Source: an optimization exercise on an open RTL-to-GDS flow (aim: small area and a short achievable clock period). Production flows keep margins and buffers that such runs may drop. At most, simulation tests tie the RTL to the original design; equivalence was not proved. No functional check of the RTL was part of runs 4 and 5. In every run shown here, the design's own scripts or RTL, not TritonCTS, make the clock network. The flow treats the clock pin as an ideal source. Dropping or thinning the clock tree relies on that and would not hold on a real chip. Power and IR drop assume default switching activity.

--- flow/flow/run.sh ---
#!/bin/bash
# Standard layout with two changes:
#  - the port buffers are made from the smallest buffer (sky130_fd_sc_hd__buf_1)
#    instead of the resizer's default choice; timing repair still resizes any
#    of them that is on a critical path;
#  - the clock tree is a balanced two-level tree built by flow/cts_pre.tcl
#    (clk -> 4 buffers -> 8 buffers -> flip-flops, sinks clustered by
#    location) in place of TritonCTS's H-tree; the rest of the CTS step
#    (legalization, setup and hold repair) runs as usual.
set -euo pipefail
here=$(pwd)
export BUFFER_PORTS_ARGS="-buffer_cell sky130_fd_sc_hd__buf_1"
export PRE_CTS_TCL="$here/flow/cts_pre.tcl"
bash standard.sh > standard.log 2>&1
--- flow/flow/cts_pre.tcl ---
# Build a balanced two-level clock tree by hand and turn TritonCTS off for
# this step: the clock port drives NL1 first-level buffers, each of them
# drives two leaf buffers, and each leaf buffer drives the flip-flops of one
# cluster (k-means on their placed locations).
set block [ord::get_db_block]
set db [ord::get_db]
set clknet [[$block findBTerm clk] getNet]
set leaf_master [$db findMaster sky130_fd_sc_hd__clkbuf_16]
set l1_master [$db findMaster sky130_fd_sc_hd__clkbuf_8]

set pts {}
foreach it [$clknet getITerms] {
  set inst [$it getInst]
  set box [$inst getBBox]
  lappend pts [list [expr {([$box xMin] + [$box xMax]) / 2.0}] [expr {([$box yMin] + [$box yMax]) / 2.0}] $it]
}
set nsink [llength $pts]
set NL1 [expr {min(4, max(1, int(ceil($nsink / 40.0))))}]
set NB [expr {2 * $NL1}]
puts "manual clock tree: $nsink sinks, $NB leaf buffers, $NL1 first-level buffers"

proc kmeans {pts k iters} {
  set xs {}; set ys {}
  foreach p $pts { lappend xs [lindex $p 0]; lappend ys [lindex $p 1] }
  set minx [tcl::mathfunc::min {*}$xs]; set maxx [tcl::mathfunc::max {*}$xs]
  set miny [tcl::mathfunc::min {*}$ys]; set maxy [tcl::mathfunc::max {*}$ys]
  # start on a grid of k/2 columns and 2 rows (or one row for k < 2)
  set cx {}; set cy {}
  set cols [expr {max(1, $k / 2)}]; set rows [expr {$k / $cols}]
  for {set i 0} {$i < $cols} {incr i} {
    for {set j 0} {$j < $rows} {incr j} {
      lappend cx [expr {$minx + ($i + 0.5) / $cols * ($maxx - $minx)}]
      lappend cy [expr {$miny + ($j + 0.5) / $rows * ($maxy - $miny)}]
    }
  }
  for {set iter 0} {$iter < $iters} {incr iter} {
    set grp [lrepeat $k {}]
    foreach p $pts {
      set best 0; set bd 1e18
      for {set c 0} {$c < $k} {incr c} {
        set dd [expr {abs([lindex $p 0] - [lindex $cx $c]) + abs([lindex $p 1] - [lindex $cy $c])}]
        if {$dd < $bd} { set bd $dd; set best $c }
      }
      lset grp $best [concat [lindex $grp $best] [list $p]]
    }
    for {set c 0} {$c < $k} {incr c} {
      set g [lindex $grp $c]
      if {[llength $g] == 0} continue
      set sx 0; set sy 0
      foreach p $g { set sx [expr {$sx + [lindex $p 0]}]; set sy [expr {$sy + [lindex $p 1]}] }
      lset cx $c [expr {$sx / [llength $g]}]; lset cy $c [expr {$sy / [llength $g]}]
    }
  }
  return [list $grp $cx $cy]
}

proc place_at {inst x y} {
  $inst setLocation [expr {int($x)}] [expr {int($y)}]
  $inst setPlacementStatus PLACED
}

lassign [kmeans $pts $NB 30] grp cx cy

# leaf buffers
set leaves {}
for {set c 0} {$c < $NB} {incr c} {
  set g [lindex $grp $c]
  if {[llength $g] == 0} continue
  set inst [odb::dbInst_create $block $leaf_master "clkleaf_$c"]
  set net [odb::dbNet_create $block "clknet_leaf_$c"]
  $net setSigType CLOCK
  foreach p $g { set it [lindex $p 2]; $it disconnect; $it connect $net }
  [$inst findITerm X] connect $net
  place_at $inst [lindex $cx $c] [lindex $cy $c]
  lappend leaves [list [lindex $cx $c] [lindex $cy $c] $inst]
  puts "  leaf $c: [llength $g] sinks"
}

# first level: cluster the leaf buffers
lassign [kmeans $leaves $NL1 30] lgrp lcx lcy
for {set c 0} {$c < $NL1} {incr c} {
  set g [lindex $lgrp $c]
  if {[llength $g] == 0} continue
  set inst [odb::dbInst_create $block $l1_master "clkl1_$c"]
  set net [odb::dbNet_create $block "clknet_l1_$c"]
  $net setSigType CLOCK
  [$inst findITerm A] connect $clknet
  [$inst findITerm X] connect $net
  foreach p $g { [[lindex $p 2] findITerm A] connect $net }
  place_at $inst [lindex $lcx $c] [lindex $lcy $c]
  puts "  first-level buffer $c: [llength $g] leaf buffers"
}
$clknet setSigType CLOCK

set_propagated_clock [all_clocks]

# the tree is built: CTS itself does nothing in this step
rename clock_tree_synthesis tritoncts_unused
proc clock_tree_synthesis {args} { puts "clock_tree_synthesis skipped: manual clock tree" }
--- flow/standard.sh ---
#!/bin/bash
# synth_recipe.tcl (not shown) runs the flow's synth.tcl, then flattens the netlist and writes it again
# the make line also repeats each setting of config.mk as NAME=value (left out here)
make -C /OpenROAD-flow-scripts/flow DESIGN_CONFIG=/design/flow/config.mk WORK_HOME=/design/flow/orfs CLKGATE_MAP_FILE= SYNTH_SCRIPT=/design/flow/synth_recipe.tcl "${@:-finish}"
--- flow/config.mk ---
export PLATFORM = sky130hd
export DESIGN_NAME = can_fd_rx
export DESIGN_NICKNAME = can_fd_rx
export VERILOG_FILES = /design/flow/design.v
export SDC_FILE = /design/flow/constraint.sdc
export NUM_CORES = 4
export LEC_CHECK = 0
export ABC_AREA = 1
export ABC_CLOCK_PERIOD_IN_PS = 1900
export CAP_MARGIN = 20
export CORE_MARGIN = 2
export CORE_UTILIZATION = 40
export PLACE_DENSITY = 0.6
export SETUP_SLACK_MARGIN = 3.05
export SLEW_MARGIN = 20
--- flow/constraint.sdc ---
create_clock -name core_clock -period 5.0 [get_ports {clk}]
set_input_delay 1.0000 -clock core_clock [delete_from_list [all_inputs] [get_ports {clk}]]
set_output_delay 1.0000 -clock core_clock [all_outputs]
set_load 0.01 [all_outputs]
--- flow/design.v ---
module can_fd_rx (
    input  wire        clk,
    input  wire        rst,
    input  wire        fd_en,
    input  wire        pex_en,
    input  wire        rx_valid,
    input  wire        rx_bit,
    output reg         ev_hdr,
    output wire [28:0] hdr_ident,
    output reg         hdr_ide,
    output wire        hdr_rtr,
    output reg         hdr_fdf,
    output wire        hdr_brs,
    output wire        hdr_esi,
    output wire [3:0]  hdr_dlc,
    output reg  [6:0]  hdr_len,
    output reg         ev_word,
    output wire [3:0]  word_idx,
    output wire [31:0] word_data,
    output reg         ev_ack,
    output reg         ev_valid,
    output reg         ev_end,
    output reg         ev_eofdom,
    output reg         ev_pex,
    output reg         ev_err,
    output wire [3:0]  err_kind,
    output wire [4:0]  err_field
);
    localparam [4:0] F_BASE_ID     = 5'h01;
    localparam [4:0] F_RTR_SRR     = 5'h02;
    localparam [4:0] F_IDE         = 5'h03;
    localparam [4:0] F_EXT_ID      = 5'h04;
    localparam [4:0] F_RTR2        = 5'h05;
    localparam [4:0] F_FDF         = 5'h06;
    localparam [4:0] F_RES         = 5'h07;
    localparam [4:0] F_BRS         = 5'h08;
    localparam [4:0] F_ESI         = 5'h09;
    localparam [4:0] F_DLC         = 5'h0A;
    localparam [4:0] F_DATA        = 5'h0B;
    localparam [4:0] F_STUFF_COUNT = 5'h0C;
    localparam [4:0] F_CRC         = 5'h0D;
    localparam [4:0] F_CRC_DELIM   = 5'h0E;
    localparam [4:0] F_ACK         = 5'h0F;
    localparam [4:0] F_ACK_DELIM   = 5'h10;
    localparam [4:0] F_EOF         = 5'h11;
    localparam [2:0] E_STUFF       = 3'h3;
    localparam [2:0] E_FORM        = 3'h4;
    localparam [2:0] E_CRC         = 3'h5;
    localparam [2:0] E_STUFF_COUNT = 3'h6;
    localparam [14:0] POLY15 = 15'h4599;
    localparam [16:0] POLY17 = 17'h1685B;
    localparam [20:0] POLY21 = 21'h102899;
    reg v, b, fe, pe;
    always @(posedge clk) begin
        v  <= rx_valid;
        b  <= rx_bit;
        fe <= fd_en;
        pe <= pex_en;
    end
    reg        active;
    reg [4:0]  cur;         
    reg [8:0]  cnt;         
    reg        fresh;       
    reg [2:0]  run;         
    reg        last;        
    reg        dyn;         
    reg        stf;         
    reg [4:0]  sfield;      
    reg [2:0]  stuffc;      
    reg        scerr;       
    reg [14:0] crc15;
    reg [16:0] crc17;
    reg [20:0] crc21;
    reg [31:0] r;           
    reg        lbf;         
    reg        fin;         
    reg        crc_okr;     
    assign hdr_ident = r[28:0];
    assign hdr_rtr   = r[31];
    assign hdr_esi   = r[30];
    assign hdr_brs   = r[29];
    assign hdr_dlc   = cnt[8:5];
    assign word_data = r;
    assign word_idx  = cnt[8:5];
    assign err_kind  = {1'b0, hdr_len[2:0]};
    assign err_field = cur;
    wire in_bit = v & active;
    wire dbit   = in_bit & ~stf;         
    wire sbit   = in_bit & stf;          
    wire sof    = v & ~active & ~b;
    wire same   = (b == last);
    wire c_base   = (cur == F_BASE_ID);
    wire c_rtr1   = (cur == F_RTR_SRR);
    wire c_ide    = (cur == F_IDE);
    wire c_ext    = (cur == F_EXT_ID);
    wire c_rtr2   = (cur == F_RTR2);
    wire c_fdf    = (cur == F_FDF);
    wire c_res    = (cur == F_RES);
    wire c_brs    = (cur == F_BRS);
    wire c_esi    = (cur == F_ESI);
    wire c_dlc    = (cur == F_DLC);
    wire c_data   = (cur == F_DATA);
    wire c_sc     = (cur == F_STUFF_COUNT);
    wire c_crc    = (cur == F_CRC);
    wire c_crcdel = (cur == F_CRC_DELIM);
    wire c_ack    = (cur == F_ACK);
    wire c_ackdel = (cur == F_ACK_DELIM);
    wire c_eof    = (cur == F_EOF);
    wire c_msg    = ~cur[4] & ~(cur[3] & cur[2]);    
    wire c_crcs   = c_msg | c_sc | c_crc;            
    wire fd   = hdr_fdf;
    wire wide = hdr_len[6] | hdr_len[5] | (hdr_len[4] & (hdr_len[3] | hdr_len[2]));
    wire nf        = ~fresh;
    wire i_m4_3    = nf & (cnt[1:0] == 2'd2);       
    wire i_byte7   = nf & (cnt[2:0] == 3'd6);
    wire i_eof5    = nf & (cnt[2:0] == 3'd4);
    wire i_eof6    = nf & (cnt[2:0] == 3'd5);
    wire [8:0] cnt1 = fresh ? 9'd0 : cnt + 9'd1;
    wire [1:0] lane = fresh ? 2'd0 : (cnt[2:0] == 3'd7) ? cnt[4:3] + 2'd1 : cnt[4:3];
    wire z15 = (crc15 == 15'd0);
    wire z17 = (crc17 == 17'd0);
    wire z21 = (crc21 == 21'd0);
    wire crc_ok = fd ? (~scerr & (wide ? z21 : z17)) : z15;
    reg sc_exp;
    always @* begin
        if (fresh) sc_exp = stuffc[2];
        else case (cnt[1:0])
            2'd0:    sc_exp = stuffc[2] ^ stuffc[1];
            2'd1:    sc_exp = stuffc[1] ^ stuffc[0];
            default: sc_exp = stuffc[0];
        endcase
    end
    function [6:0] data_len;
        input [3:0] d;
        input       fd;
        input       remote;
        begin
            if (fd) begin
                case (d)
                    4'd9:    data_len = 7'd12;
                    4'd10:   data_len = 7'd16;
                    4'd11:   data_len = 7'd20;
                    4'd12:   data_len = 7'd24;
                    4'd13:   data_len = 7'd32;
                    4'd14:   data_len = 7'd48;
                    4'd15:   data_len = 7'd64;
                    default: data_len = {3'd0, d};
                endcase
            end else if (remote) begin
                data_len = 7'd0;
            end else if (d[3]) begin
                data_len = 7'd8;
            end else begin
                data_len = {3'd0, d};
            end
        end
    endfunction
    wire [3:0] dlc_n = {cnt[7:5], b};
    wire [6:0] len_n = data_len(dlc_n, fd, hdr_rtr);
    wire       len_z = fd ? (dlc_n == 4'd0) : (hdr_rtr | (dlc_n == 4'd0));
    wire f_dlc    = c_dlc & fin;
    wire f_data   = c_data & fin;
    wire end_data = (f_dlc & len_z) | f_data;
    wire f_crc    = c_crc & fin;
    reg pre_fin;
    always @* begin
        case (cur)
            F_BASE_ID:     pre_fin = nf & (cnt[3:0] == 4'd8);
            F_EXT_ID:      pre_fin = nf & (cnt[4:0] == 5'd15);
            F_DLC:         pre_fin = nf & (cnt[1:0] == 2'd1);
            F_STUFF_COUNT: pre_fin = nf & (cnt[1:0] == 2'd1);
            F_DATA:        pre_fin = nf & (cnt[2:0] == 3'd5) & lbf;
            F_CRC:         pre_fin = fd ? (cnt[4:0] == (wide ? 5'd22 : 5'd18))
                                        : nf & (cnt[3:0] == 4'd12);
            default:       pre_fin = 1'b0;
        endcase
    end
    wire x_fdf    = c_fdf & b & ~fe;                 
    wire x_res    = c_res & fd & b;                  
    wire x_bad    = x_fdf | x_res;
    wire x_form   = (c_crcdel | c_ackdel | (c_eof & ~i_eof6)) & ~b;
    wire x_crc    = c_ackdel & b & ~crc_okr;
    wire d_pex    = x_bad & pe;
    wire d_err    = (x_bad & ~pe) | x_form | x_crc;
    wire d_eofdom = c_eof & i_eof6 & ~b;
    wire d_end    = c_eof & i_eof6 & b;
    wire d_valid  = c_eof & i_eof5 & b;
    wire d_ack    = c_crcdel & b & crc_ok;
    wire d_hdr    = f_dlc;
    wire d_word   = c_data & i_byte7 & ((cnt[4:3] == 2'd3) | lbf);
    wire d_stop   = d_pex | d_err | d_eofdom | d_end;
    wire s_err    = sbit & same;                     
    reg [4:0] nxt;
    reg       adv;       
    always @* begin
        nxt = cur;
        adv = 1'b0;
        case (cur)
            F_BASE_ID:     begin nxt = F_RTR_SRR; adv = fin; end
            F_RTR_SRR:     begin nxt = F_IDE; adv = 1'b1; end
            F_IDE:         begin nxt = b ? F_EXT_ID : F_FDF; adv = 1'b1; end
            F_EXT_ID:      begin nxt = F_RTR2; adv = fin; end
            F_RTR2:        begin nxt = F_FDF; adv = 1'b1; end
            F_FDF:         begin nxt = (b | hdr_ide) ? F_RES : F_DLC; adv = ~x_fdf; end
            F_RES:         begin nxt = fd ? F_BRS : F_DLC; adv = ~x_res; end
            F_BRS:         begin nxt = F_ESI; adv = 1'b1; end
            F_ESI:         begin nxt = F_DLC; adv = 1'b1; end
            F_DLC:         begin nxt = len_z ? (fd ? F_STUFF_COUNT : F_CRC) : F_DATA; adv = fin; end
            F_DATA:        begin nxt = fd ? F_STUFF_COUNT : F_CRC; adv = f_data; end
            F_STUFF_COUNT: begin nxt = F_CRC; adv = fin; end
            F_CRC:         begin nxt = F_CRC_DELIM; adv = f_crc; end
            F_CRC_DELIM:   begin nxt = F_ACK; adv = b; end
            F_ACK:         begin nxt = F_ACK_DELIM; adv = 1'b1; end
            F_ACK_DELIM:   begin nxt = F_EOF; adv = b & crc_okr; end
            default:       begin nxt = cur; adv = 1'b0; end
        endcase
    end
    integer i;
    always @(posedge clk) begin
        if (rst) begin
            active    <= 1'b0;
            ev_hdr    <= 1'b0;
            ev_word   <= 1'b0;
            ev_ack    <= 1'b0;
            ev_valid  <= 1'b0;
            ev_end    <= 1'b0;
            ev_eofdom <= 1'b0;
            ev_pex    <= 1'b0;
            ev_err    <= 1'b0;
        end else begin
            if (sof)
                active <= 1'b1;
            else if (s_err || (dbit && d_stop))
                active <= 1'b0;
            ev_hdr    <= dbit & d_hdr;
            ev_word   <= dbit & d_word;
            ev_ack    <= dbit & d_ack;
            ev_valid  <= dbit & d_valid;
            ev_end    <= dbit & d_end;
            ev_eofdom <= dbit & d_eofdom;
            ev_pex    <= dbit & d_pex;
            ev_err    <= s_err | (dbit & d_err);
        end
        if (sof) begin
            cur   <= F_BASE_ID;
            fresh <= 1'b1;
        end else if (s_err) begin
            cur   <= sfield;
        end else if (dbit) begin
            if (adv) cur <= nxt;
            fresh <= adv & ~c_sc;
            cnt   <= c_dlc ? {dlc_n, cnt1[4:0]} : cnt1;
        end
        if (s_err)
            hdr_len[2:0] <= E_STUFF;
        else if (dbit && d_err)
            hdr_len[2:0] <= x_crc ? ((fd & scerr) ? E_STUFF_COUNT : E_CRC) : E_FORM;
        else if (dbit && f_dlc)
            hdr_len <= len_n;
        if (sof) begin
            run    <= 3'd1;
            last   <= 1'b0;
            dyn    <= 1'b1;
            stf    <= 1'b0;
            stuffc <= 3'd0;
        end else if (sbit) begin
            run    <= 3'd1;
            last   <= b;
            stf    <= 1'b0;
            if (dyn) stuffc <= stuffc + 3'd1;
        end else if (dbit) begin
            run    <= same ? run + 3'd1 : 3'd1;
            last   <= b;
            stf    <= (end_data & fd) | ((c_sc | c_crc) & fd & i_m4_3) |
                      (dyn & same & (run == 3'd4));
            if ((end_data & fd) | (f_crc & ~fd)) dyn <= 1'b0;
        end
        if (dbit)
            sfield <= (end_data & fd) ? F_STUFF_COUNT : cur;
        lbf <= ({1'b0, cnt[8:3]} + 7'd1 == hdr_len);
        crc_okr <= crc_ok;
        if (sof)
            fin <= 1'b0;
        else if (dbit)
            fin <= ~adv & pre_fin;
        if (!active) begin
            crc15 <= 15'd0;
            crc17 <= POLY17;
            crc21 <= POLY21;
        end else if (in_bit && c_crcs) begin
            if (!stf)
                crc15 <= {crc15[13:0], 1'b0} ^ ((b ^ crc15[14]) ? POLY15 : 15'd0);
            if (!stf || dyn) begin
                crc17 <= {crc17[15:0], 1'b0} ^ ((b ^ crc17[16]) ? POLY17 : 17'd0);
                crc21 <= {crc21[19:0], 1'b0} ^ ((b ^ crc21[20]) ? POLY21 : 21'd0);
            end
        end
        if (dbit && c_sc)
            scerr <= (fresh ? 1'b0 : scerr) | (b ^ sc_exp);
        if (!active) begin
            r[17:0]  <= 18'd0;
            r[30:29] <= 2'd0;
        end
        if (dbit && (c_rtr1 || c_rtr2)) r[31] <= b;
        if (dbit && c_esi) r[30] <= b;
        if (dbit && c_brs) r[29] <= b;
        if (dbit && (c_base || c_ext)) begin
            r[28:0] <= {r[27:0], b};
        end else if (dbit && c_data) begin
            for (i = 0; i < 4; i = i + 1) begin
                if (lane == i[1:0])
                    r[8*i +: 8] <= {r[8*i +: 7], b};
                else if (lane < i[1:0])
                    r[8*i +: 8] <= {r[8*i +: 7], 1'b0};
            end
        end
        if (dbit) begin
            if (c_ide) hdr_ide <= b;
            if (c_fdf) hdr_fdf <= b;
        end
    end
endmodule
==> key figures, run 1 <==
Status
  – Outcome: finished clean

Synth
  – Syn Area/Cell: between 7 and 8 um^2
  – Largest family of logic cells by synthesized area: simple AND/OR/NAND/NOR gates
  – Sequential fraction of the synthesis area: between 40% and 50%
  – Simple-gate area share of the yosys netlist: roughly 25%
  – Top area cells in the synthesized netlist: dfxtp_1 (31%), edfxtp_1 (14%), nand2_1 (10%), a21oi_1 (5.4%), buf_4 (4.9%)
  – Mux share of post-synthesis cell area: 0%
  – Leading area contributor after synthesis: dfxtp_1
  – Post-Synth Adder-Cell Area: around 1.8%
  – #FFs+latches synth: 140
  – Synth cell types: 43
  – Compound-Gate Fraction of Synth Area: ~12%
  – Mapped cell area: around 7000 um^2
  – Synth Net Count: between 900 and 1000
  – Top cell type's share of synthesized area: 30.88%
  – Async SR Flop Fraction: 0%
  – Synthesized netlist cell count: a little over 900
  – Number of flops mapped to enable cells by yosys: 32
  – Synth Flop Type: dfxtp_1
  – Synth warnings: 1
  – Xor/xnor share of the synthesized area: 4.485%

Setup path
  – Reg2Reg Depth: 10
  – CP top delay family: flip-flops
  – Crit. End Element: output port
  – CP startpoint: hdr_len[6]
  – Critical path, cell by cell: buf_1
  – Flop-to-flop setup slack: between 3 and 4 ns
  – Worst EP required: 4.00 ns
  – Worst EP arrival: ~0.9 ns
  – Startpoint types: register
  – CP endpoint: hdr_len[6]
  – CP max stage delay: between 0.4 and 0.5 ns
  – Slowest cell on the critical path: edfxtp_1
  – Setup CP Type: register to output port
  – Worst path buffer plus inverter count: 1
  – Crit Path Max Fanout: 3
  – FF-to-FF End: r[4]
  – WP depth: 1
  – R2r startpoint: cnt[3]

Power
  – Pleak: 0.003192 uW
  – P per Cell Area: between 300 and 400 nW/um^2
  – Pwr Total: 2780 uW
  – VDD IR-drop max: approximately 0.21 mV

Floorplanning
  – Die width: around 140 um
  – Rows: 48
  – Core ar.: 17180 um^2
  – I/O pin count: 104
  – Total die area: 18580 um^2
  – Initial Util: 40.76%
  – Height of the die: between 100 and 150 um

Place
  – DP HPWL: 12480 um
  – Placed insts: around 1200
  – Buffers added on ports: between 100 and 150
  – GP Congestion: around 0.95
  – Setup WS pre-CTS: between 2 and 3 ns

CTS
  – Hold_buf cts: 0
  – Clock latency on the worst-skew pair: between 0.2 and 0.3 ns
  – Clock Pin Slew Worst Setup and Hold Paths: 0.08 ns

STA
  – Setup ws final: 3.104 ns
  – Max-slew violation count: 0
  – Final Hold Fails: 0
  – Clk_skew: 0.02131 ns
  – Final period util: ~38%
  – Post-layout min period: 1.896 ns
  – Fin Setup TNS: 0 ns
  – Final Setup Violations: 0
  – F_max: about 530 MHz
  – Actual slew at the worst max-slew pin: about 0.99 ns
  – Worst slew margin: between 30% and 40%
  – RSZ-0062 raised after global routing: true

GRT
  – Global-route wire length before repair: approximately 28000 um
  – Total grt overflow: 0
  – GRT Overall Usage: a little under a fifth
  – Initial antenna violation count: 0
  – Vias in the first global route: approximately 5600
  – Pin count of the biggest net entering global routing: 48

Finish
  – Ratio of cells with drive above 1 in the final layout: 12.54%
  – Synthesis-to-finish area growth: 15.05%
  – Reg area: approximately 3100 um^2
  – Diodes inserted: 0
  – Non-Filler Instances: around 1200
  – Nets: 1007
  – Fillers: 1746
  – Multi-input gate area: between 3000 and 4000 um^2

Routing
  – Via count: 6248
  – Final wirelength: between 15000 and 20000 um
  – Average routed wire per standard cell: 15.09 um
  – DRT Pass-1 Iters: 5
  – Highest routed metal layer: met4
  – Vias per inst: 5.147
  – Residual DRC: 0
  – Antenna Nets Post-Route: 0
  – Met2 wire len: around 8500 um
  – Metal-1 WL: 8127 um
  – Iter 0 DRT Violations: approximately 400
  – Met3 WL: about 1300 um

Hold path
  – Worst min path class: register to register

Flow run
  – Max Cap Viol: 0
[routing by layer]
metal / up-vias / track usage (%)
met4: 0 / 4.861
met3: 35 / 2.908
met2: 235 / 30.82
li1: 3096 / -
met1: 2882 / 25.84
met5: - / 0
[layout make-up]
| type | count | area share (%) |
|---|---|---|
| flip-flops and latches | 140 | 39.08 |
| well taps | 225 | 3.495 |
| plain buffers | 12 | 3.169 |
| repair inverters | 1 | 0.09320 |
| repair buffers | 143 | 9.459 |
| multi-input cells | 602 | 40.21 |
| inverters | 91 | 4.489 |
[per-stage QoR]
step,area [um^2],utilization (%),hold slack [ns]
6_report,8055,46.90,0.4612
4_1_cts,7711,44.89,0.4633
3_3_place_gp,7203,41.94,0.4484
2_1_floorplan,7007,-,0.4219
5_1_grt,8055,46.90,0.4887
3_5_place_dp,7203,41.94,0.4507
[Yosys cell counts, types with 13 or more instances]
cell type and number:
nor2_1 79, inv_1 85, o21ai_0 56, nor3_1 26, edfxtp_1 32, dfxtp_1 108, nand2_1 193, nand3_1 57
clkbuf_1 28, xor2_1 26, buf_4 46, a21oi_1 75, nand4_1 13
[how the worst min path moves through the flow]
| stage | start | slack [ns] | to | depth (start not counted) |
|---|---|---|---|---|
| 2_1_floorplan | pe | 0.42 | ev_pex | 2 |
| 3_3_place_gp | stuffc[2] | 0.45 | stuffc[2] | 2 |
| 3_5_place_dp | stuffc[2] | 0.45 | stuffc[2] | 2 |
| 4_1_cts | stuffc[2] | 0.46 | stuffc[2] | 2 |
| 5_1_grt | stuffc[2] | 0.49 | stuffc[2] | 2 |
| 6_report | stuffc[2] | 0.46 | stuffc[2] | 2 |
[kinds of logic after synthesis]
group           after synthesis
compound gates              159
xor+xnor                     35
fa+ha+maj                    10
buf+inv                     172
flops                       140
other cells                   1
simple gates                396
[sequential cells by signal, indices dropped and copies added, names as in the netlist, 3 cells and up]
name and flops:
cnt 9, crc15 15, crc17 17, crc21 21, cur 5, hdr_len 7
r 32, run 3, sfield 5, stuffc 3
[cells in the final DEF (no fill, tap or decap), types with 11 or more instances in the layout]
cell	Yosys	final
dfxtp_1	108	96
nor4_1	11	11
nand4_1	13	13
nor3_1	26	20
edfxtp_1	32	32
a21oi_1	75	74
buf_4	46	35
nand3_1	57	52
nand2_1	193	186
inv_1	85	79
nor2_1	79	75
buf_1	1	102
xor2_1	26	25
o21ai_0	56	54
[repair_timing]
action	in CTS	in global routing
gates cloned	2	2
setup endpoints to repair	110	51
setup buffers	19	16
resized for setup	26	46
pin swaps	2	2
[where the power goes]
part | switching [uW] | internal, uW | leakage [uW]
Sequential | 104 | 1240 | 0.00117
Combinational | 478 | 252 | 0.00189
Clock | 343 | 358 | 0.000127
Total | 925 | 1850 | 0.00319
==> run 2, diff against run 1 <==
--- a/flow/config.mk
+++ b/flow/config.mk
@@ -6,7 +6,7 @@
 export NUM_CORES = 4
 export LEC_CHECK = 0
 export ABC_AREA = 1
-export ABC_CLOCK_PERIOD_IN_PS = 1900
+export ABC_CLOCK_PERIOD_IN_PS = 2600
 export CAP_MARGIN = 20
 export CORE_MARGIN = 2
 export CORE_UTILIZATION = 40
==> run 2 against run 1 <==
  * Synthesized cell count unchanged
  * Via count is the same
  * Final area did not move
  * Area after synthesis unchanged
  * Critical endpoint unchanged
==> key figures, run 2 <==
Synth
  – Sequential fraction of the synthesis area: 44.60% (unchanged)
  – Number of flops mapped to enable cells by yosys: 32 (unchanged)
  – #FFs+latches synth: 140 (unchanged)
  – Synth Flop Type: dfxtp_1
  – Top area cells in the synthesized netlist: dfxtp_1 (31%), edfxtp_1 (14%), nand2_1 (10%), a21oi_1 (5.4%), buf_4 (4.9%)
  – Synth Net Count: 929 (unchanged)
  – Top-count cell post-synth: nand2_1
  – Synthesized netlist cell count: 913 (unchanged)
  – Synth cell types: 43 (unchanged)
  – Leading area contributor after synthesis: dfxtp_1
  – Post-synth top cells: nand2_1 (193), dfxtp_1 (108), inv_1 (85), nor2_1 (79), a21oi_1 (75)
  – Async SR Flop Fraction: 0% (unchanged)
  – Syn Area/Cell: 7.669 um^2 (unchanged)
  – Synth warnings: 1 (unchanged)
  – Top cell type's share of synthesized area: 30.88% (unchanged)
  – Mapped cell area: 7002 um^2 (unchanged)

GRT
  – Global-route wire length before repair: 28360 um (unchanged)
  – GRT Overall Usage: 18.79% (unchanged)
  – Pin count of the biggest net entering global routing: 48 (unchanged)
  – Initial antenna violation count: 0 (unchanged)
  – Vias in the first global route: 5602 (unchanged)
  – Total grt overflow: 0 (unchanged)

Setup path
  – Slowest cell on the critical path: edfxtp_1
  – Worst EP arrival: 0.90 ns (about the same)
  – Worst path buffer plus inverter count: 1 (unchanged)
  – Crit. End Element: output port
  – CP max stage delay: 0.44 ns (about the same)
  – Startpoint types: register
  – CP top delay family: flip-flops
  – Setup CP Type: register to output port
  – Critical path, cell by cell: buf_1
  – Worst EP required: 4.00 ns (about the same)
  – Crit Path Max Fanout: 3 (unchanged)
  – CP startpoint: hdr_len[6]
  – R2r startpoint: cnt[3]

Hold path
  – Worst min path class: register to register
  – Hold Startpoint: stuffc[2]

CTS
  – Clock Pin Slew Worst Setup and Hold Paths: 0.08 ns (about the same)
  – Hold_buf cts: 0 (unchanged)
  – Clock latency on the worst-skew pair: 0.29 ns (about the same)

Routing
  – Residual DRC: 0 (unchanged)
  – Via count: 6248 (unchanged)
  – Average routed wire per standard cell: 15.09 um (unchanged)
  – DRT Pass-1 Iters: 5 (unchanged)
  – Antenna Nets Post-Route: 0 (unchanged)
  – Vias per inst: 5.147 (unchanged)
  – Final wirelength: 18320 um (unchanged)
  – Iter 0 DRT Violations: 395 (unchanged)

Flow run
  – Max Cap Viol: 0 (unchanged)

Finish
  – Top flop regs: r: 32 flops, crc21: 21 flops, crc17: 17 flops
  – Max reg flops: 32 (unchanged)
  – Synthesis-to-finish area growth: 15.05% (unchanged)
  – Final core occ: 46.90% (unchanged)
  – Diodes inserted: 0 (unchanged)
  – Reg with most FFs: r
  – Non-Filler Instances: 1214 (unchanged)
  – Commonest non-fill, non-tap cell in the layout: nand2_1
  – Ratio of cells with drive above 1 in the final layout: 12.54% (unchanged)
  – Most frequent cells in the layout: nand2_1 (186), buf_1 (102), dfxtp_1 (96)
  – Nets: 1007 (unchanged)

STA
  – Post-layout min period: 1.896 ns (unchanged)
  – Actual slew at the worst max-slew pin: 0.9939 ns (unchanged)
  – Hold Slack: 0.4612 ns (unchanged)
  – Final Hold Fails: 0 (unchanged)
  – RSZ-0062 raised after global routing: true
  – Fin Setup TNS: 0 ns (unchanged)
  – F_max: 527.4 MHz (unchanged)
  – Final period util: 37.92% (unchanged)
  – Final Setup Violations: 0 (unchanged)
  – Clk_skew: 0.02131 ns (unchanged)
  – Worst slew margin: 33.50% (unchanged)
  – Max-slew violation count: 0 (unchanged)

Floorplanning
  – I/O pin count: 104 (unchanged)
  – Rows: 48 (unchanged)
  – Initial Util: 40.76% (unchanged)
  – Total die area: 18580 um^2 (unchanged)
  – Die width: 136.3 um (unchanged)
  – Core ar.: 17180 um^2 (unchanged)
  – Height of the die: 136.3 um (unchanged)

Place
  – Buffers added on ports: 102 (unchanged)
  – GP Congestion: 0.9494 (unchanged)
  – DP HPWL: 12480 um (unchanged)
  – Placed insts: 1162 (unchanged)

Status
  – Outcome: finished clean

Power
  – P per Cell Area: 345.1 nW/um^2 (unchanged)
  – VDD IR-drop max: 0.2092 mV (unchanged)
  – Pleak: 0.003192 uW (unchanged)
run 2: path summary, 6_finish.rpt:
kind | to | slack (ns) | cells after the start
max | hdr_len[6] | 3.10 | 1
min | stuffc[2] | 0.46 | 2
max reg2reg | r[4] | 3.11 | 10
min reg2reg | stuffc[2] | 0.46 | 2
run 2: logic make-up (layout without fill, tap and decap cells):
kind of cell,Yosys count,in the layout,share of synthesized area [%]
compound gates,159,159,12.46
flops,140,140,44.60
other cells,1,1,0.05356
fa+ha+maj,10,10,1.787
xor+xnor,35,35,4.485
buf+inv,172,247,11.88
simple gates,396,397,24.73
run 2: power by group:
part	total [uW]	switching (uW)	internal (uW)	leakage, uW
clock	701	343	358	0.000127
combinational	730	478	252	0.00189
sequential	1350	104	1240	0.00117
total	2780	925	1850	0.00319
run 2: repair_timing:
item | in CTS | in global routing
gates cloned | 2 | 2
gates resized for setup | 26 | 46
setup buffers | 19 | 16
endpoints found under the setup margin | 110 | 51
pin swaps | 2 | 2
run 2: area by class of cell:
type	count	area (um^2)
timing repair buffer	143	762.0
sequential	140	3148
timing repair inverter	1	7.507
multi-input combinational	602	3239
fill	1746	9121
tap	225	281.5
buffer	12	255.2
inverter	91	361.6
run 2: layer usage:
metal  vias up  GRT usage (%)  share of wire (%)
li1       3096              -                  -
met1      2882          25.84                 44
met2       235          30.82                 47
met3        35          2.908                7.0
met4         0          4.861                2.1
met5         -              0                  0
run 2: metrics by stage:
step	setup slack, ns	power (uW)	instance area (um^2)
floorplan	3.068	1819	7007
global placement	2.455	1967	7203
detailed placement	2.523	1963	7203
CTS	3.000	2709	7711
global route	3.032	2932	8055
finish	3.104	2780	8055
==> run 3, diff against run 2 <==
--- a/flow/config.mk
+++ b/flow/config.mk
@@ -6,10 +6,9 @@
 export NUM_CORES = 4
 export LEC_CHECK = 0
 export ABC_AREA = 1
-export ABC_CLOCK_PERIOD_IN_PS = 2600
-export CAP_MARGIN = 20
+export CAP_MARGIN = 5
 export CORE_MARGIN = 2
 export CORE_UTILIZATION = 40
 export PLACE_DENSITY = 0.6
 export SETUP_SLACK_MARGIN = 3.05
-export SLEW_MARGIN = 20
+export SLEW_MARGIN = 5
==> run 3 against run 2 <==
  * First-iteration DRC count shrank 9.4%
  * Register-to-register slack hardly changed
  * Die area stayed put
  * Still clean
  * Critical path depth grew 9
  * Sequential power barely moved
==> key figures, run 3 <==
Finish
  – Most frequent cells in the layout: nand2_1 (186), buf_1 (102), dfxtp_1 (96)
  – Synthesis-to-finish area growth: 14.96% (about the same)
  – Ratio of cells with drive above 1 in the final layout: 12.64% (+0.10 points)
  – Top flop regs: r: 32 flops, crc21: 21 flops, crc17: 17 flops
  – Max reg flops: 32 (unchanged)
  – Diodes inserted: 0 (unchanged)
  – Reg with most FFs: r
  – Multi-input gate area: 3239 um^2 (unchanged)
  – Commonest non-fill, non-tap cell in the layout: nand2_1
  – Final core occ: 46.86% (about the same)
  – Fillers: 1754 (+0.46%)
  – Nets: 1007 (unchanged)
  – Reg area: 3148 um^2 (unchanged)
  – Post-route cell area: 8049 um^2 (about the same)

Place
  – DP HPWL: 12480 um (unchanged)
  – Buffers added on ports: 102 (unchanged)
  – Area of placed instances: 7203 um^2 (unchanged)
  – GP Congestion: 0.9494 (unchanged)

Synth
  – Synth Flop Type: dfxtp_1
  – Synthesized netlist cell count: 913 (unchanged)
  – Mapped cell area: 7002 um^2 (unchanged)
  – Synth cell types: 43 (unchanged)
  – Post-synth top cells: nand2_1 (193), dfxtp_1 (108), inv_1 (85), nor2_1 (79), a21oi_1 (75)
  – Sequential fraction of the synthesis area: 44.60% (unchanged)
  – Leading area contributor after synthesis: dfxtp_1
  – Syn Area/Cell: 7.669 um^2 (unchanged)
  – #FFs+latches synth: 140 (unchanged)
  – Async SR Flop Fraction: 0% (unchanged)
  – Top-count cell post-synth: nand2_1
  – Top cell type's share of synthesized area: 30.88% (unchanged)
  – Number of flops mapped to enable cells by yosys: 32 (unchanged)
  – Synth warnings: 1 (unchanged)
  – Top area cells in the synthesized netlist: dfxtp_1 (31%), edfxtp_1 (14%), nand2_1 (10%), a21oi_1 (5.4%), buf_4 (4.9%)
  – Synth Net Count: 929 (unchanged)

GRT
  – GRT Overall Usage: 18.79% (unchanged)
  – Pin count of the biggest net entering global routing: 48 (unchanged)
  – Total grt overflow: 0 (unchanged)
  – Global-route wire length before repair: 28360 um (unchanged)
  – Vias in the first global route: 5602 (unchanged)
  – Initial antenna violation count: 0 (unchanged)

Power
  – P_int: 1854 uW (about the same)
  – Reg power frac: 48.5% (about the same)
  – Clk pwr share: 25.2% (about the same)
  – P_sw: 928.3 uW (+0.35%)
  – Power share of the combinational group: 26.3% (about the same)
  – Pleak: 0.003183 uW (-0.29%)
  – Switching part of the total: 33.37% (+0.093 points)
  – P per Cell Area: 345.6 nW/um^2 (+0.15%)
  – VDD IR-drop max: 0.2101 mV (+0.41%)

STA
  – Max-slew violation count: 0 (unchanged)
  – F_max: 526.6 MHz (-0.15%)
  – Clk_skew: 0.02146 ns (+0.0001542 ns)
  – Post-layout min period: 1.899 ns (+0.002850 ns)
  – Fin Setup TNS: 0 ns (unchanged)
  – RSZ-0062 raised after global routing: true
  – Final Hold Fails: 0 (unchanged)
  – Final Setup Violations: 0 (unchanged)
  – Final period util: 37.98% (+0.057 points)
  – Worst slew margin: 34.03% (+0.54 points)
  – Actual slew at the worst max-slew pin: 0.9858 ns (-0.008056 ns)

Floorplanning
  – Height of the die: 136.3 um (unchanged)
  – Rows: 48 (unchanged)
  – Die width: 136.3 um (unchanged)
  – I/O pin count: 104 (unchanged)
  – Initial Util: 40.76% (unchanged)
  – Total die area: 18580 um^2 (unchanged)
  – Core ar.: 17180 um^2 (unchanged)

CTS
  – Clock Pin Slew Worst Setup and Hold Paths: 0.08 ns (about the same)
  – Hold_buf cts: 0 (unchanged)
  – Clock latency on the worst-skew pair: 0.29 ns (about the same)

Routing
  – Antenna Nets Post-Route: 0 (unchanged)
  – Via count: 6223 (-0.40%)
  – Final wirelength: 18410 um (+0.49%)
  – DRT Pass-1 Iters: 4 (-1)
  – Residual DRC: 0 (unchanged)
  – Average routed wire per standard cell: 15.16 um (+0.49%)
  – Iter 0 DRT Violations: 358 (-9.4%)
  – Vias per inst: 5.126 (-0.40%)

Status
  – Outcome: finished clean

Setup path
  – Crit. End Element: register
  – Worst EP required: 5.22 ns (+1.22 ns)
  – Slowest cell on the critical path: edfxtp_1
  – Worst EP arrival: 2.12 ns (+1.22 ns)
  – Setup CP Type: register to register
  – Crit Path Max Fanout: 8 (+5)
  – Critical path, cell by cell: ha_1, o21ai_2, a21oi_2, buf_4, o21ai_4, inv_2, a21oi_4, clkbuf_16, nand2_2, o21ai_1
  – Startpoint types: register
  – CP max stage delay: 0.42 ns (-0.02 ns)

Flow run
  – Max Cap Viol: 0 (unchanged)

Hold path
  – Worst min path class: register to register
run 3: cell counts after synthesis:
Identical to the previous run, type by type.
run 3: final timing paths:
path / startpoint / endpoint / slack (ns) / depth (start not counted)
setup / recovery: cnt[3] / r[4] / 3.10 / 10
hold / removal: stuffc[2] / stuffc[2] / 0.46 / 2
setup reg to reg: cnt[3] / r[4] / 3.10 / 10
hold reg to reg: stuffc[2] / stuffc[2] / 0.46 / 2
run 3: logic make-up after synthesis:
group	synth area share [%]
AOI/OAI and AO/OA	12.46
xor gates and xnor gates	4.485
adders and majority gates	1.787
buffers and inverters	11.88
DFF	44.60
other	0.05356
and+or+nand+nor	24.73
run 3: critical path, delay by kind of cell (launching register included):
kind / cells / cell delay [ns]
AND/OR/NAND/NOR: 1 / 0.04
flip-flops: 1 / 0.42
buffers and inverters: 3 / 0.42
AO/OA/AOI/OAI: 5 / 0.61
adder cells (fa/ha/maj): 1 / 0.36
run 3: metal layers:
metal / vias up / GRT usage (%) / share of wire [%]
met5: - / 0 / 0
met4: 0 / 4.861 / 2.1
li1: 3090 / - / -
met1: 2889 / 25.84 / 45
met3: 33 / 2.908 / 6.2
met2: 211 / 30.82 / 46
run 3: stage by stage:
| stage | hold slack (ns) | setup slack (ns) | cells | power (uW) |
|---|---|---|---|---|
| 2_1_floorplan | 0.4219 | 3.068 | 913 | 1819 |
| 3_3_place_gp | 0.4484 | 2.455 | 1162 | 1967 |
| 3_5_place_dp | 0.4507 | 2.523 | 1162 | 1963 |
| 4_1_cts | 0.4633 | 3.000 | 1195 | 2709 |
| 5_1_grt | 0.4887 | 3.032 | 1214 | 2932 |
| 6_report | 0.4606 | 3.101 | 1214 | 2782 |
run 3: what timing repair did:
item / 4_1_cts / 5_1_grt
buffers inserted: 19 / 16
gates resized for setup: 26 / 47
gates cloned: 2 / 3
endpoints found under the setup margin: 110 / 66
pin swaps: 2 / 2
run 3: power by group through the flow:
| stage | registers, uW | logic, uW | clock network, uW |
|---|---|---|---|
| 6_report | 1350 | 731 | 700 |
| 5_1_grt | 1360 | 810 | 760 |
| 4_1_cts | 1340 | 647 | 718 |
| 3_5_place_dp | 1360 | 600 | 0 |
| 3_3_place_gp | 1360 | 604 | 0 |
| 2_1_floorplan | 1340 | 477 | 0 |
run 3: area by class of cell:
type,instances,share of cell area (%)
Sequential cell,140,39.11
Multi-Input combinational cell,602,40.25
Timing Repair inverter,2,0.1554
Inverter,91,4.539
Buffer,12,3.171
Tap cell,225,3.498
Timing Repair Buffer,142,9.280
==> run 4, diff against run 3 <==
--- a/flow/design.v
+++ b/flow/design.v
@@ -51,18 +51,20 @@
     localparam [16:0] POLY17 = 17'h1685B;
     localparam [20:0] POLY21 = 21'h102899;
     reg v, b, fe, pe;
+    reg same;               
+    reg last;               
+    reg active;
     always @(posedge clk) begin
         v  <= rx_valid;
         b  <= rx_bit;
         fe <= fd_en;
         pe <= pex_en;
+        same <= (rx_bit == ((v & (active | ~b)) ? b : last));
     end
-    reg        active;
     reg [4:0]  cur;         
     reg [8:0]  cnt;         
     reg        fresh;       
     reg [2:0]  run;         
-    reg        last;        
     reg        dyn;         
     reg        stf;         
     reg [4:0]  sfield;      
@@ -88,7 +90,6 @@
     wire dbit   = in_bit & ~stf;         
     wire sbit   = in_bit & stf;          
     wire sof    = v & ~active & ~b;
-    wire same   = (b == last);
     wire c_base   = (cur == F_BASE_ID);
     wire c_rtr1   = (cur == F_RTR_SRR);
     wire c_ide    = (cur == F_IDE);
--- a/flow/config.mk
+++ b/flow/config.mk
@@ -6,9 +6,9 @@
 export NUM_CORES = 4
 export LEC_CHECK = 0
 export ABC_AREA = 1
-export CAP_MARGIN = 5
+export CAP_MARGIN = 20
 export CORE_MARGIN = 2
 export CORE_UTILIZATION = 40
 export PLACE_DENSITY = 0.6
 export SETUP_SLACK_MARGIN = 3.05
-export SLEW_MARGIN = 5
+export SLEW_MARGIN = 20
==> run 4 against run 3 <==
  * Sequential share of layout area up 0.96 points
  * Critical path depth shrank 9
  * Still clean
  * Cell count decreased by 1.3%
==> key figures, run 4 <==
Setup path
  – Crit. End Element: output port
  – CP max stage delay: 0.51 ns (+0.09 ns)
  – Startpoint types: register
  – CP endpoint: hdr_fdf
  – Worst EP arrival: 0.98 ns (-1.14 ns)
  – Critical path, cell by cell: clkbuf_2
  – FF-to-FF End: r[7]
  – Flop-to-flop setup slack: 3.11 ns (about the same)
  – R2r startpoint: cnt[0]
  – WP depth: 1 (-9)
  – Worst path buffer plus inverter count: 1 (-2)
  – CP top delay family: flip-flops
  – Slowest cell on the critical path: edfxtp_1
  – Setup CP Type: register to output port
  – Reg2Reg Depth: 11 (+1)
  – CP startpoint: hdr_fdf
  – Crit Path Max Fanout: 4 (-4)
  – Worst EP required: 4.00 ns (-1.22 ns)

Routing
  – Residual DRC: 0 (unchanged)
  – Vias per inst: 5.117 (-0.18%)
  – Via count: 6130 (-1.5%)
  – Final wirelength: 18330 um (-0.40%)
  – Average routed wire per standard cell: 15.30 um (+0.93%)
  – Antenna Nets Post-Route: 0 (unchanged)
  – Iter 0 DRT Violations: 419 (+17%)
  – DRT Pass-1 Iters: 8 (+4)

STA
  – RSZ-0062 raised after global routing: true
  – Final Hold Fails: 0 (unchanged)
  – Actual slew at the worst max-slew pin: 0.9465 ns (-0.03930 ns)
  – Clk_skew: 0.02531 ns (+0.003846 ns)
  – Max-slew violation count: 0 (unchanged)
  – Post-layout min period: 1.977 ns (+0.07829 ns)
  – F_max: 505.8 MHz (-4.0%)
  – Fin Setup TNS: 0 ns (unchanged)
  – Final period util: 39.54% (+1.6 points)
  – Hold Slack: 0.4595 ns (-0.001063 ns)
  – Final Setup Violations: 0 (unchanged)
  – Worst slew margin: 36.83% (+2.8 points)

Synth
  – Number of flops mapped to enable cells by yosys: 32 (unchanged)
  – Post-synth top cells: nand2_1 (206), dfxtp_1 (109), nor2_1 (75), a21oi_1 (72), inv_1 (71)
  – #FFs+latches synth: 141 (+0.71%)
  – Largest family of logic cells by synthesized area: simple AND/OR/NAND/NOR gates
  – Mapped cell area: 7069 um^2 (+0.96%)
  – Top cell type's share of synthesized area: 30.87% (about the same)
  – Xor/xnor share of the synthesized area: 4.796% (+0.31 points)
  – Synthesized netlist cell count: 910 (-0.33%)
  – Post-Synth Adder-Cell Area: 1.770% (-0.017 points)
  – Synth Flop Type: dfxtp_1
  – Synth warnings: 1 (unchanged)
  – Top-count cell post-synth: nand2_1
  – Sequential fraction of the synthesis area: 44.46% (-0.14 points)
  – Leading area contributor after synthesis: dfxtp_1
  – Synth Net Count: 926 (-0.32%)
  – Mux share of post-synthesis cell area: 0% (unchanged)
  – Async SR Flop Fraction: 0% (unchanged)
  – Compound-Gate Fraction of Synth Area: 12.19% (-0.26 points)
  – Simple-gate area share of the yosys netlist: 25.47% (+0.74 points)
  – Synth cell types: 47 (+9.3%)
  – Syn Area/Cell: 7.768 um^2 (+1.3%)
  – Top area cells in the synthesized netlist: dfxtp_1 (31%), edfxtp_1 (14%), nand2_1 (11%), a21oi_1 (5.1%), buf_4 (4.8%)

Finish
  – Top flop regs: r: 32 flops, crc21: 21 flops, crc17: 17 flops
  – Commonest non-fill, non-tap cell in the layout: nand2_1
  – Ratio of cells with drive above 1 in the final layout: 10.38% (-2.3 points)
  – Most frequent cells in the layout: nand2_1 (201), buf_1 (101), dfxtp_1 (100)
  – Diodes inserted: 0 (unchanged)
  – Reg with most FFs: r
  – Non-Filler Instances: 1198 (-1.3%)
  – Max reg flops: 32 (unchanged)
  – Nets: 991 (-1.6%)
  – Final core occ: 45.69% (-1.2 points)
  – Synthesis-to-finish area growth: 11.79%

Place
  – GP Congestion: 0.9368 (-1.3%)
  – DP HPWL: 12160 um (-2.6%)
  – Placed insts: 1161 (-0.086%)
  – Buffers added on ports: 102 (unchanged)

Floorplanning
  – I/O pin count: 104 (unchanged)
  – Die width: 136.9 um (+0.47%)
  – Initial Util: 40.87% (+0.11 points)
  – Rows: 48 (unchanged)
  – Core ar.: 17300 um^2 (+0.70%)
  – Total die area: 18750 um^2 (+0.93%)
  – Height of the die: 136.9 um (+0.47%)

GRT
  – GRT Overall Usage: 18.21% (-0.58 points)
  – Total grt overflow: 0 (unchanged)
  – Vias in the first global route: 5426 (-3.1%)
  – Initial antenna violation count: 0 (unchanged)
  – Pin count of the biggest net entering global routing: 49 (+2.1%)
  – Global-route wire length before repair: 27830 um (-1.9%)

Power
  – VDD IR-drop max: 0.2331 mV (+11%)
  – Pleak: 0.003078 uW (-3.3%)
  – Pwr Total: 2841 uW (+2.1%)
  – P per Cell Area: 359.5 nW/um^2 (+4.0%)

Status
  – Outcome: finished clean

Hold path
  – Worst min path class: register to register

Flow run
  – Max Cap Viol: 0 (unchanged)

CTS
  – Clock latency on the worst-skew pair: 0.29 ns (about the same)
  – Clock Pin Slew Worst Setup and Hold Paths: 0.07 ns (about the same)
run 4: cell types whose count changed after synthesis, sizes merged, moves of 2 or more:
cell / delta
nand2: +16
inv: -10
nor3: -10
o21ai: +6
a21oi: -4
clkbuf: -4
nand4: +3
o22ai: +3
clkinv: +2
nand3b: -2
nor2: -2
nor4: -2
o221ai: -2
xor2: +2
run 4: cell families after synthesis:
kind of cell / after synthesis
simple gates: 399
compound gates: 161
buf+inv: 161
flops: 141
xor+xnor: 37
fa+ha+maj: 10
other cells: 1
run 4: repair_timing:
item	in CTS	in global routing
pin swaps	4	1
hold buffers	0	0
gates cloned	2	2
resized for setup	28	23
setup buffers	16	5
setup endpoints to repair	143	65
run 4: layout make-up:
type                            count  area [um^2]
Inverter                           83        331.6
Sequential cell                   141         3167
Tap cell                          225        281.5
Timing Repair Buffer              126        606.8
Buffer                             12        255.2
Multi-Input combinational cell    611         3261
Fill cell                        1752         9394
run 4: per-layer routing:
metal  vias up  global-route usage, %  wire length, um
met5         -                      0                0
met4         0                  4.296              405
met3        29                  2.037              966
met2       185                  30.49             8493
met1      2830                  25.16             8468
li1       3086                      -                -
run 4: how the worst min path moves through the flow:
stage              start         to  cells past startpoint
6_report       crc15[10]  crc15[10]                      2
5_1_grt         crc15[1]   crc15[1]                      2
4_1_cts         crc15[1]   crc15[1]                      2
3_5_place_dp    crc15[1]   crc15[1]                      2
3_3_place_gp   crc15[11]  crc15[11]                      2
2_1_floorplan          b    hdr_fdf                      0
run 4: worst min-delay path: stages, from the launching register on:
cell and delay [ns]:
dfxtp_1 0.32, inv_1 0.05, a21oi_1 0.05
run 4: where the power goes:
part	total, uW	internal [uW]	switching (uW)
logic	746	252	494
registers	1390	1260	127
clock network	709	358	350
total	2840	1870	971
run 4: per-stage QoR:
stage               cell area [um^2]  setup WS [ns]
floorplan                       7069          3.140
global placement                7264          2.061
detailed placement              7264          1.946
CTS                             7745          3.011
global route                    7903          2.984
finish                          7903          3.023
==> run 5, diff against run 4 <==
--- a/flow/design.v
+++ b/flow/design.v
@@ -51,20 +51,18 @@
     localparam [16:0] POLY17 = 17'h1685B;
     localparam [20:0] POLY21 = 21'h102899;
     reg v, b, fe, pe;
-    reg same;               
-    reg last;               
-    reg active;
     always @(posedge clk) begin
         v  <= rx_valid;
         b  <= rx_bit;
         fe <= fd_en;
         pe <= pex_en;
-        same <= (rx_bit == ((v & (active | ~b)) ? b : last));
     end
+    reg        active;
     reg [4:0]  cur;         
     reg [8:0]  cnt;         
     reg        fresh;       
     reg [2:0]  run;         
+    reg        last;        
     reg        dyn;         
     reg        stf;         
     reg [4:0]  sfield;      
@@ -74,7 +72,6 @@
     reg [16:0] crc17;
     reg [20:0] crc21;
     reg [31:0] r;           
-    reg        lbf;         
     reg        fin;         
     reg        crc_okr;     
     assign hdr_ident = r[28:0];
@@ -90,6 +87,7 @@
     wire dbit   = in_bit & ~stf;         
     wire sbit   = in_bit & stf;          
     wire sof    = v & ~active & ~b;
+    wire same   = (b == last);
     wire c_base   = (cur == F_BASE_ID);
     wire c_rtr1   = (cur == F_RTR_SRR);
     wire c_ide    = (cur == F_IDE);
@@ -170,7 +168,8 @@
             F_EXT_ID:      pre_fin = nf & (cnt[4:0] == 5'd15);
             F_DLC:         pre_fin = nf & (cnt[1:0] == 2'd1);
             F_STUFF_COUNT: pre_fin = nf & (cnt[1:0] == 2'd1);
-            F_DATA:        pre_fin = nf & (cnt[2:0] == 3'd5) & lbf;
+            F_DATA:        pre_fin = nf & (cnt[2:0] == 3'd5) &
+                                     ({1'b0, cnt[8:3]} + 7'd1 == hdr_len);
             F_CRC:         pre_fin = fd ? (cnt[4:0] == (wide ? 5'd22 : 5'd18))
                                         : nf & (cnt[3:0] == 4'd12);
             default:       pre_fin = 1'b0;
@@ -188,7 +187,7 @@
     wire d_valid  = c_eof & i_eof5 & b;
     wire d_ack    = c_crcdel & b & crc_ok;
     wire d_hdr    = f_dlc;
-    wire d_word   = c_data & i_byte7 & ((cnt[4:3] == 2'd3) | lbf);
+    wire d_word   = c_data & i_byte7 & ((cnt[4:3] == 2'd3) | fin);
     wire d_stop   = d_pex | d_err | d_eofdom | d_end;
     wire s_err    = sbit & same;                     
     reg [4:0] nxt;
@@ -278,7 +277,6 @@
         end
         if (dbit)
             sfield <= (end_data & fd) ? F_STUFF_COUNT : cur;
-        lbf <= ({1'b0, cnt[8:3]} + 7'd1 == hdr_len);
         crc_okr <= crc_ok;
         if (sof)
             fin <= 1'b0;
==> run 5 against run 4 <==
  * Maximum frequency is 2.9% higher
  * Critical path depth unchanged
  * Via count up 3.3%
  * Largest power group unchanged
  * Critical endpoint is now hdr_ident[28]
  * Sequential power fell by 5%
  * Synthesized cell count up 5.7%
  * Flip-flop and latch count decreased by 2
  * Clock power down 2%
  * Still clean
  * Cell count grew 4.7%
==> key figures, run 5 <==
Setup path
  – CP top delay family: flip-flops
  – Flop-to-flop setup slack: 3.13 ns (+0.02 ns)
  – CP max stage delay: 0.45 ns (-0.06 ns)
  – Reg2Reg Depth: 10 (-1)
  – WP depth: 1 (unchanged)
  – Critical path, cell by cell: buf_1
  – Slowest cell on the critical path: edfxtp_1
  – Worst EP arrival: 0.92 ns (-0.06 ns)
  – Worst EP required: 4.00 ns (about the same)
  – Worst path buffer plus inverter count: 1 (unchanged)
  – Crit Path Max Fanout: 3 (-1)
  – CP startpoint: r[28]
  – Setup CP Type: register to output port
  – Crit. End Element: output port
  – R2r startpoint: cnt[1]
  – Startpoint types: register

GRT
  – Global-route wire length before repair: 28930 um (+4.0%)
  – Initial antenna violation count: 0 (unchanged)
  – Pin count of the biggest net entering global routing: 55 (+12%)
  – Total grt overflow: 0 (unchanged)
  – GRT Overall Usage: 17.78% (-0.43 points)
  – Vias in the first global route: 5558 (+2.4%)

Routing
  – Average routed wire per standard cell: 14.78 um (-3.5%)
  – Via count: 6331 (+3.3%)
  – Iter 0 DRT Violations: 321 (-23%)
  – Antenna Nets Post-Route: 0 (unchanged)
  – DRT Pass-1 Iters: 4 (-4)
  – Final wirelength: 18530 um (+1.1%)
  – Residual DRC: 0 (unchanged)
  – Vias per inst: 5.049 (-1.3%)

Finish
  – Top flop regs: r: 32 flops, crc21: 21 flops, crc17: 17 flops
  – Diodes inserted: 0 (unchanged)
  – Commonest non-fill, non-tap cell in the layout: nand2_1
  – Multi-input gate area: 3334 um^2 (+2.3%)
  – Most frequent cells in the layout: nand2_1 (202), buf_1 (100), dfxtp_1 (97)
  – Nets: 1043 (+5.2%)
  – Final core occ: 45.17% (-0.52 points)
  – Fillers: 1843 (+5.2%)
  – Reg with most FFs: r
  – Max reg flops: 32 (unchanged)
  – Reg area: 3123 um^2 (-1.4%)
  – Ratio of cells with drive above 1 in the final layout: 12.00% (+1.6 points)
  – Synthesis-to-finish area growth: 11.39%

Power
  – P_int: 1800 uW (-3.7%)
  – VDD IR-drop max: 0.2690 mV (+15%)
  – Clk pwr share: 25.6% (+0.7 points)
  – Reg power frac: 48.9% (about the same)
  – Switching part of the total: 33.49% (-0.68 points)
  – P per Cell Area: 334.7 nW/um^2 (-6.9%)
  – Power share of the combinational group: 25.4% (-0.9 points)
  – P_sw: 906.5 uW (-6.6%)
  – Pwr Total: 2707 uW (-4.7%)
  – Pleak: 0.003321 uW (+7.9%)

Floorplanning
  – Initial Util: 40.55% (-0.32 points)
  – Total die area: 19240 um^2 (+2.6%)
  – Rows: 49 (+2.1%)
  – Die width: 138.7 um (+1.3%)
  – Core ar.: 17900 um^2 (+3.5%)
  – Height of the die: 138.7 um (+1.3%)
  – I/O pin count: 104 (unchanged)

STA
  – Setup ws final: 3.079 ns (+0.05649 ns)
  – Final Setup Violations: 0 (unchanged)
  – Actual slew at the worst max-slew pin: 0.6124 ns (-0.3342 ns)
  – Final Hold Fails: 0 (unchanged)
  – RSZ-0062 raised after global routing: true
  – Max-slew violation count: 0 (unchanged)
  – Fin Setup TNS: 0 ns (unchanged)
  – Clk_skew: 0.09185 ns (+0.06654 ns)
  – Hold Slack: 0.4581 ns (-0.001461 ns)
  – Final period util: 38.41% (-1.1 points)
  – Post-layout min period: 1.921 ns (-0.05649 ns)
  – Worst slew margin: 59.14% (+22 points)
  – F_max: 520.6 MHz (+2.9%)

Synth
  – Number of flops mapped to enable cells by yosys: 32 (unchanged)
  – Post-synth top cells: nand2_1 (206), dfxtp_1 (107), inv_1 (97), nor2_1 (90), a21oi_1 (68)
  – Synthesized netlist cell count: 962 (+5.7%)
  – Top cell type's share of synthesized area: 29.51% (-1.4 points)
  – Synth Flop Type: dfxtp_1
  – Sequential fraction of the synthesis area: 42.74% (-1.7 points)
  – Async SR Flop Fraction: 0% (unchanged)
  – Leading area contributor after synthesis: dfxtp_1
  – Mapped cell area: 7259 um^2 (+2.7%)
  – Top-count cell post-synth: nand2_1
  – Syn Area/Cell: 7.546 um^2 (-2.9%)
  – Synth Net Count: 978 (+5.6%)
  – Top area cells in the synthesized netlist: dfxtp_1 (30%), edfxtp_1 (13%), nand2_1 (11%), inv_1 (5.0%), buf_4 (5.0%)
  – Synth cell types: 48 (+2.1%)
  – Synth warnings: 1 (unchanged)
  – #FFs+latches synth: 139 (-1.4%)

CTS
  – Clock Pin Slew Worst Setup and Hold Paths: 0.09 ns (+0.02 ns)
  – Clock latency on the worst-skew pair: 0.32 ns (+0.03 ns)

Place
  – Setup WS pre-CTS: 2.303 ns (+0.3568 ns)
  – GP Congestion: 0.9480 (+1.2%)
  – Buffers added on ports: 102 (unchanged)
  – DP HPWL: 12900 um (+6.1%)

Hold path
  – Worst min path class: register to register
  – Cell depth of the worst hold path: 2 (unchanged)
  – Hold Startpoint: crc15[5]

Flow run
  – Max Cap Viol: 0 (unchanged)

Status
  – Outcome: finished clean
==> run 5: cell types whose count changed after synthesis, sizes merged, moves of 5 or more <==
cell	previous run	this run
o21ai	68	75
buf	54	68
nand3	56	61
inv	81	103
nor2	82	99
xnor2	8	1
clkbuf	24	15
nand2	214	225
==> run 5: cells by family after synthesis <==
| kind of cell | after synthesis | share of synthesized area [%] |
|---|---|---|
| simple gates | 432 | 26.77 |
| buf+inv | 187 | 12.67 |
| xor+xnor | 30 | 3.930 |
| fa+ha+maj | 10 | 1.724 |
| compound gates | 163 | 12.12 |
| other cells | 1 | 0.05166 |
| flops | 139 | 42.74 |
==> run 5: layer usage <==
layer / vias up / share of wire, % / GRT usage, %
met5: - / 0 / 0
met4: 0 / 2.1 / 3.190
met3: 27 / 5.9 / 1.830
met2: 206 / 45 / 30.15
met1: 2895 / 47 / 25.01
li1: 3203 / - / -
==> run 5: layout make-up <==
| type | count | share of cell area (%) |
|---|---|---|
| Tap cell | 229 | 3.543 |
| Timing Repair Buffer | 132 | 8.262 |
| Inverter | 104 | 5.029 |
| Timing Repair inverter | 2 | 0.1547 |
| Multi-Input combinational cell | 636 | 41.23 |
| Sequential cell | 139 | 38.62 |
| Buffer | 12 | 3.156 |
==> run 5: worst paths after layout <==
| path | end |
|---|---|
| min reg2reg | crc15[5] |
| min | crc15[5] |
| max reg2reg | active |
| max | hdr_ident[28] |
==> run 5: power by group through the flow <==
stage	registers (uW)	clock network (uW)	logic, uW
4_1_cts	1330	713	635
6_report	1320	694	688
3_5_place_dp	1350	0	620
3_3_place_gp	1350	0	622
2_1_floorplan	1310	0	529
5_1_grt	1330	753	768
==> run 5: worst min-delay path: stages (launching register included) <==
cell and delay, ns:
dfxtp_1 0.32, inv_1 0.05, a21oi_1 0.05
==> run 5: repair_timing <==
item / 4_1_cts / 5_1_grt
resized for setup: 21 / 38
endpoints found under the setup margin: 99 / 72
hold buffers: 0 / 0
cloned: 2 / 1
buffers inserted: 11 / 15
pin swaps: 1 / 3
==> run 5: per-stage QoR <==
stage / instances / area, um^2
detailed placement: 1213 / 7422
global route: 1254 / 8087
floorplan: 962 / 7259
global placement: 1213 / 7422
finish: 1254 / 8087
CTS: 1238 / 7829

[separate check: timing with driven ports]
No port has a modelled driver above. Below, the same layouts with a new extraction and two added sets of constraints.
Step 1, drivers: a clkbuf_16 drives clk and a buf_2 each remaining input, both assumed.
Step 2 times the ports against the registers' clock, not the clock port: input delays grow and output delays shrink by t, the midpoint of the rising clock arrivals with the driver on.
Slacks: no drivers / after step 1 / after step 2; pairs: no drivers / after step 1.
| run | t (ns) | setup WS [ns] | worst setup path at the end | worst slew at a driven data input, ns | pins driven straight from the clock port |
|---|---|---|---|---|---|
| run 1 | 0.357 | 3.104 / 3.028 / 3.076 | input to register | 0.05 | 4 |
| run 2 | 0.357 | 3.104 / 3.028 / 3.076 | input to register | 0.05 | 4 |
| run 3 | 0.356 | 3.101 / 3.026 / 3.075 | input to register | 0.05 | 4 |
| run 4 | 0.361 | 3.023 / 2.943 / 3.036 | input to register | 0.03 | 4 |
| run 5 | 0.348 | 3.079 / 3.003 / 2.999 | input to register | 0.03 | 4 |
After both steps setup and hold are still met in every run listed. The setup slack of run 5, which loses most, moves by -0.076 ns with the drivers and by -0.080 ns with both steps.
